This design comes from an exercise in tuning for small area, a short achievable clock period and few clock cycles per item on the open sky130 flow, not from production work.
Function was checked by simulation only, so behaviour that the tests miss may differ from the original.
Power figures rest on the tool's default switching activity, not on a simulated workload.

// vint_unit
module vint_unit (
    input  wire        clk,
    input  wire        rst,
    input  wire        in_valid,
    output wire        in_ready,
    input  wire [5:0]  in_func,
    input  wire        in_type,
    input  wire        in_zero,
    input  wire [3:0]  in_pred,
    input  wire [63:0] in_a,
    input  wire [63:0] in_b,
    input  wire [63:0] in_d,
    output reg         out_valid,
    output reg  [63:0] out_d,
    output reg  [3:0]  out_p,
    output reg         out_sat
);
    genvar i;
    function [7:0] pass_mask(input [5:0] f, input t, input [3:0] p);
        reg mul, hi;
        begin
            mul = (f == 6'h06) | (f == 6'h07) | (f == 6'h08);
            hi  = (f == 6'h07) | (f == 6'h08);
            if (!mul)
                pass_mask = 8'h00;
            else if (!t)
                pass_mask = {4'h0, p};
            else
                pass_mask = {p[1] & hi, {3{p[1]}}, p[0] & hi, {3{p[0]}}};
        end
    endfunction
    function [7:0] lowbit(input [7:0] m);
        lowbit = m & (~m + 8'd1);
    endfunction
    function [9:0] pass_ctl(input [7:0] c, input t, input sg);
        begin
            if (t)
                pass_ctl = {sg & (c[1] | c[3] | c[5] | c[7]),
                            sg & (c[2] | c[3] | c[6] | c[7]),
                            c[5] | c[7], c[4] | c[6], c[1] | c[3], c[0] | c[2],
  ...
Size in the first run: ~5900 cells after synthesis.
export LEC_CHECK = 0
export ABC_AREA = 1
export CAP_MARGIN = 20
export CORE_MARGIN = 2
export CORE_UTILIZATION = 50
export SLEW_MARGIN = 20
create_clock -name core_clock -period 16.0 [get_ports {clk}]
standard.sh (not shown) runs the stock make flow with config.mk's settings and CLKGATE_MAP_FILE= SYNTH_SCRIPT=/design/flow/synth_recipe.tcl, a recipe that flattens the netlist after the stock synthesis.
==> flow/flow/run.sh <==
#!/bin/bash
# The standard layout, with timing repair aimed well below the (loose) clock
# period so that the achieved period is short.
set -euo pipefail
cd "$(dirname "$0")/.."
bash standard.sh SETUP_SLACK_MARGIN=${MARGIN:-11.7} "BUFFER_PORTS_ARGS=-buffer_cell sky130_fd_sc_hd__buf_1" finish > standard.log 2>&1
The baseline produced a clean layout.
Testbench counts at the start, summed over its fixed seeds: cycles 20,548, items 16,000.
==> next run, changes <==
--- a/flow/design.v
+++ b/flow/design.v
@@ -1135,24 +1135,22 @@
     wire [3:0] eqs   = ~(e_sx ^ e_sy);
     wire [3:0] top   = {1'b1, ~tl[2], 1'b1, ~tl[0]};    
     wire [3:0] co0  = eqs & e_sx;
     wire [3:0] co1  = ~eqs | e_sx;
     wire [3:0] ovf0 = eqs & e_sx;
     wire [3:0] ovf1 = eqs & ~e_sx;
     wire [3:0] lts0 = ~eqs | e_sx;
     wire [3:0] lts1 = eqs & e_sx;
     wire [3:0] ltu0 = ~co0;
     wire [3:0] ltu1 = ~co1;
     wire [3:0]  fill = {4{f_sar}} & e_sa;
-    wire [3:0]  act_e = t ? {p[1], p[1], p[0], p[0]} : p;
-    wire [3:0]  sh_wr = act_e & {4{f_shl | f_shr | f_sar}};    
     wire [63:0] shres;
     wire [63:0] rotv;
     generate
         for (L = 0; L < 4; L = L + 1) begin : g_sh
             wire [4:0]  n   = tl[L] ? {y[32*(L/2) + 4], y[32*(L/2) +: 4]} : {1'b0, y[16*L +: 4]};
             wire [3:0]  rl  = f_shl ? n[3:0] : (4'd0 - n[3:0]);
             wire [15:0] x0  = x[16*L +: 16];
             wire [15:0] x1  = rl[0] ? {x0[14:0], x0[15]}    : x0;
             wire [15:0] x2  = rl[1] ? {x1[13:0], x1[15:14]} : x1;
             wire [15:0] x3  = rl[2] ? {x2[11:0], x2[15:12]} : x2;
             wire [15:0] x4  = rl[3] ? {x3[7:0],  x3[15:8]}  : x3;
@@ -1160,42 +1158,41 @@
         end
         for (L = 0; L < 4; L = L + 1) begin : g_shsel
             wire [4:0]  n   = tl[L] ? {y[32*(L/2) + 4], y[32*(L/2) +: 4]} : {1'b0, y[16*L +: 4]};
             wire        hi  = (L % 2 == 1);
             wire        big = tl[L] & n[4];
             wire [15:0] th, thr;
             for (j = 0; j < 16; j = j + 1) begin : g_th
                 assign th[j]      = (n[3:0] <= j);
                 assign thr[15-j]  = (n[3:0] <= j);
             end
             wire [15:0] k = f_shl ? th : thr;
-            wire en_l = sh_wr[L];
-            wire xo = en_l & !big;
-            wire xp = en_l & big & (f_shl ? hi : !hi);
-            wire xz = en_l & big & (f_shl ? !hi : hi);
-            wire yp = en_l & tl[L] & !big & (f_shl ? hi : !hi);
-            wire yf = en_l & !(tl[L] & f_shl & !hi) & !(tl[L] & !big & (f_shl ? hi : !hi));
+            wire xo = !big;
+            wire xp = big & (f_shl ? hi : !hi);
+            wire xz = big & (f_shl ? !hi : hi);
+            wire yp = tl[L] & !big & (f_shl ? hi : !hi);
+            wire yf = !(tl[L] & f_shl & !hi) & !yp;
             wire [15:0] ro = rotv[16*L +: 16];
             wire [15:0] rp = rotv[16*(L^1) +: 16];
             wire [15:0] sel_o = k & {16{xo}};
             wire [15:0] sel_p = (k & {16{xp}}) | (~k & {16{yp}});
             wire [15:0] sel_f = ((k & {16{xz}}) | (~k & {16{yf}})) & {16{fill[L]}};
             assign shres[16*L +: 16] = (sel_o & ro) | (sel_p & rp) | sel_f;
         end
     endgenerate
     wire [3:0] act = t ? {p[1], p[1], p[0], p[0]} : p;
     wire [3:0] wr  = act & {4{~f_cmp}};           
     wire l_g = f_and | f_or | f_andn;
     wire l_p = f_or | f_xor;
     wire is_shift = f_shl | f_shr | f_sar;
-    wire [63:0] early_res = ({64{l_g}} & gb) | ({64{l_p}} & pb);
+    wire [63:0] early_res = ({64{l_g}} & gb) | ({64{l_p}} & pb) | ({64{is_shift}} & shres);
     wire [63:0] avg;
     assign avg[14:0]  = s[15:1];
     assign avg[15]    = tl[0] ? s[16] : co[0];
     assign avg[30:16] = s[31:17];
     assign avg[31]    = co[1];
     assign avg[46:32] = s[47:33];
     assign avg[47]    = tl[2] ? s[48] : co[2];
     assign avg[62:48] = s[63:49];
     assign avg[63]    = co[3];
     wire [3:0] ps_all = {4{f_add | f_sub | f_neg | f_abs}};
     wire [3:0] ps0 = wr & (ps_all | ({4{f_adds | f_subs}} & ~ovf0) |
@@ -1220,23 +1217,22 @@
     wire [3:0] pbs = (e_cm & pb1) | (~e_cm & pb0);
     wire [3:0] ss = (e_cm & ss1) | (~e_cm & ss0);
     wire [3:0] su = (e_cm & su1) | (~e_cm & su0);
     reg [63:0] mg;
     assign merged = mg;
     integer ln;
     always @* begin
         for (ln = 0; ln < 4; ln = ln + 1) begin
             mg[16*ln +: 16] =
                   (f_cmp | ~act[ln] & ~z ? d[16*ln +: 16] : 16'h0000)
                 | ({16{wr[ln]}} & early_res[16*ln +: 16])
-                | shres[16*ln +: 16]
                 | ({16{ps[ln]}} & s[16*ln +: 16])
                 | ({16{pv[ln]}} & avg[16*ln +: 16])
                 | ({16{pa[ln]}} & a[16*ln +: 16])
                 | ({16{pbs[ln]}} & bn[16*ln +: 16])
                 | ({16{su[ln]}})
                 | ({16{ss[ln]}} & {top[ln] ? e_sa[ln] : ~e_sa[ln], {15{~e_sa[ln]}}});
         end
     end
     wire [3:0] rel0 = ({4{f_eq}} & e_eq) | ({4{f_ne}} & ~e_eq) |
                       ({4{f_lt}} & lts0) | ({4{f_le}} & (lts0 | e_eq)) |
                       ({4{f_ltu}} & ltu0) | ({4{f_leu}} & (ltu0 | e_eq));
After rerunning: Final cell count shrinks by 0.79%. Via count goes down by 0.72%. Die area increases by 0.35%. Power grows by 1.5%. Synthesized cell count decreases by 0.88%. Worst hold slack is about the same. Sequential power hardly moves.
Testbench counts after the change, summed over its fixed seeds: cycles 20,548, items 16,000.

-- re-timing with driven ports --
How much do the figures lean on ideal ports? The routed layouts below were timed once more, with nothing changed but the port constraints.
Step 1 (the two cells are an assumption about what drives the block):
set clk [get_ports {clk}]
set_driving_cell -lib_cell sky130_fd_sc_hd__clkbuf_16 $clk
set_driving_cell -lib_cell sky130_fd_sc_hd__buf_2 [delete_from_list [all_inputs] $clk]
Step 2 also shifts input and output timing later by t, the mid clock arrival at the registers, as if the neighbouring blocks saw the same clock.
a / b / c = ideal / step 1 / step 2; a / b = the first two.
run	shift t [ns]	setup slack, ns	worst hold slack (ns)	worst setup path after step 2	worst slew at a driven data input, ns
the first run	0.719	11.603 / 11.625 / 10.930	0.326 / 0.326 / 0.326	input to register	0.06
the second run	0.734	11.681 / 11.601 / 11.001	0.327 / 0.327 / 0.327	input to register	0.09
After both steps every run listed still meets setup and hold. The setup slack of the second run, which loses most, moves by -0.080 ns with the drivers and by -0.680 ns with both steps.
